From an optimization exercise on the open Yosys and OpenROAD flow, aimed at small area, a short achievable clock period and few clock cycles per item; shortcuts taken in it are not production practice.
In this exercise RTL edits were held to simulation tests only and were not proved equivalent to the original.

== v47 ==
==> flow/design.v (excerpt) <==
module ime_ks (
  input  wire         clk,
  input  wire         rst,          
  input  wire         key_we,
  input  wire [2:0]   key_idx,
  input  wire [31:0]  key_wdata,
  input  wire         req_valid,
  output wire         req_ready,
  input  wire [15:0]  req_epoch,
  input  wire [2:0]   req_port,
  input  wire [28:0]  req_line,
  output wire         ks_valid,
  input  wire         ks_ready,
  output wire [1:0]   ks_blk,
  output wire [127:0] ks_data
);
Size in the first run: ~26000 cells after synthesis, roughly 4200 flip-flops, ~220 I/O pins.
Settings: LEC_CHECK=0, ABC_CLOCK_PERIOD_IN_PS=3200, CAP_MARGIN=20, CORE_MARGIN=2, CORE_UTILIZATION=55, CTS_CLUSTER_DIAMETER=60, CTS_CLUSTER_SIZE=30, SETUP_SLACK_MARGIN=4.8, SLEW_MARGIN=45; clock period 8.0 ns.
standard.sh (not shown) runs the stock make flow with config.mk's settings and CLKGATE_MAP_FILE= SYNTH_SCRIPT=/design/flow/synth_recipe.tcl, a recipe that flattens the netlist after the stock synthesis.
==> flow/flow/run.sh <==
#!/bin/bash
# Own flow: the standard layout (standard.sh) with three changes:
#  - synthesis runs flow/my_synth.tcl: the standard synthesis script with
#    Yosys's default ABC mapping script in place of ORFS's speed script
#    (same flip-flops and register names);
#  - after global placement, flow/near_pins.tcl moves the registers that
#    drive output ports next to those ports (ORFS's PRE_RESIZE hook);
#  - the detailed router gets more antenna repair iterations.
set -euo pipefail
W=$(pwd)
export PRE_RESIZE_TCL=$W/flow/near_pins.tcl
sed -e "s#SYNTH_SCRIPT=[^ ]*#SYNTH_SCRIPT=$W/flow/my_synth.tcl MAX_REPAIR_ANTENNAS_ITER_DRT=15#" standard.sh > own.sh
grep -q "SYNTH_SCRIPT=$W/flow/my_synth.tcl" own.sh
bash own.sh > layout.log 2>&1
==> flow/flow/my_synth.tcl <==
# The standard synthesis (synth_recipe.tcl, which runs ORFS's synth.tcl), with
# one change: the technology mapping uses Yosys's default ABC script (area
# oriented, with the clock period as delay target) instead of ORFS's speed
# script. Everything else, flip-flop mapping and register names included, is
# the standard synthesis.
proc abc {args} {
  set out {}
  set skip 0
  foreach a $args {
    if {$skip} { set skip 0; continue }
    if {$a eq "-script"} { set skip 1; continue }
    lappend out $a
  }
  yosys abc {*}$out
}
source [file join [file dirname [file normalize [info script]]] .. synth_recipe.tcl]
==> flow/flow/near_pins.tcl <==
# PRE_RESIZE hook (after global placement, before the first repair_design):
# put each flip-flop whose output drives only an output port's buffer on the
# spot of that buffer, next to the pin; detailed placement later legalizes it.
# These registers' paths to the outputs have the least slack, and the global
# placer leaves them near the logic that feeds them instead.
set block [ord::get_db_block]
set moved 0
foreach inst [$block getInsts] {
  if {![[$inst getMaster] isSequential]} continue
  set q [$inst findITerm Q]
  if {$q eq "NULL" || $q eq ""} continue
  set net [$q getNet]
  if {$net eq "NULL" || $net eq ""} continue
  set iterms [$net getITerms]
  if {[llength $iterms] != 2} continue
  foreach it $iterms {
    set other [$it getInst]
    if {[$other getName] eq [$inst getName]} continue
    if {![string match output* [$other getName]]} continue
    lassign [$other getLocation] x y
    $inst setLocation $x $y
    incr moved
  }
}
puts "near_pins: moved $moved flip-flops next to their output buffers"
v47 reached the final stage; the timing, DRC and antenna checks on its layout passed.
Testbench counts of v47, summed over its fixed seeds: cycles 3,232, items 384.
[inputs] v24 vs v47
- CTS_CLUSTER_DIAMETER: 60 -> 80
- CTS_CLUSTER_SIZE: 30 -> 20
==> run notes <==
There was hardly any difference in overall fraction of global-route tracks in use between v47 and v24. Number of buffers inserted during clock tree synthesis: v24 < v47. r1[6][152] as the first element of the critical path was reported by v47, and r1[6][75] by v24. v47 and v24 ended up with roughly the same number of distinct library cells after synthesis. Taking v47 as the reference point, the area taken by multi-input logic gates of v24 rises by 0.46%.
Edits applied to the flow inputs when going from v24 to v38:
- CTS_CLUSTER_SIZE removed (was 20)
- CTS_CLUSTER_DIAMETER removed (was 80)
--- outcome ---
- v38 against v24; via count is up slightly.
- Side by side, multi-input gate share of the layout cell area turned out lower in v38 than in v24.
- Delta (v38 minus v24): maximum fanout along the worst path fell by 2; area used by multi-input combinational logic stayed essentially flat.
- Final wirelength: v38 vs v24 up about 0.66%
- On total of clock buffers placed in the layout: between v24 and v38, it ends up lower for v24.
Here is what was changed in the inputs of v4 compared with v38.
- CTS_CLUSTER_DIAMETER now 80, previously not set
- CTS_CLUSTER_SIZE now 20, previously not set
- SETUP_SLACK_MARGIN now 5, was 4.8
- ABC_CLOCK_PERIOD_IN_PS now 3000, was 3200
[summary]
Per the comparison of v4 with v38, number of non-clock buffers increased 824, number of antenna cells inserted now sits lower, final non-filler cell area increased by about 6% relative to the old numbers.
When the final numbers for v4 and v38 were put side by side, the post-synthesis to final-layout area growth turned out to be smaller in v38.
Pre-CTS worst setup slack sits higher in v4 than in v38.
The utilization in v4 sits 3.7 points above the value recorded for v38.
Sort v4 and v38 by maximum number of pins on one net before global-route repair desc -> top: v38

[port drivers added, routing unchanged]
The flow's constraints put no driver on any port. The routed layouts listed below were extracted and timed again, unchanged, in two steps.
Step 1, drivers: a clkbuf_16 drives clk and a buf_2 each remaining input, both assumed.
Step 2 moves the port delays by t, midway between the first and last clock arrival at a register: inputs arrive t later, outputs are due t later. That takes back most of the time a late clock gives input paths.
a / b / c = ideal ports / drivers / drivers and shift; a / b = the first two.
| run | shift t [ns] | setup WS [ns] | worst register clock-pin slew, ns | worst slew at a driven data input, ns | cell pins on the clock port's net |
|---|---|---|---|---|---|
| v47 | 1.190 | 4.657 / 4.580 / 3.917 | 0.10 / 0.10 | 0.11 | 1 |
| v24 | 1.139 | 4.678 / 4.622 / 3.956 | 0.10 / 0.10 | 0.11 | 1 |
| v38 | 1.186 | 4.685 / 4.561 / 3.937 | 0.07 / 0.07 | 0.12 | 1 |
| v4 | 1.134 | 4.745 / 4.622 / 4.056 | 0.10 / 0.10 | 0.15 | 1 |
After both steps every run listed still meets setup and hold. For v38, which loses most, drivers alone change the setup slack by -0.124 ns; drivers and shift together by -0.748 ns.
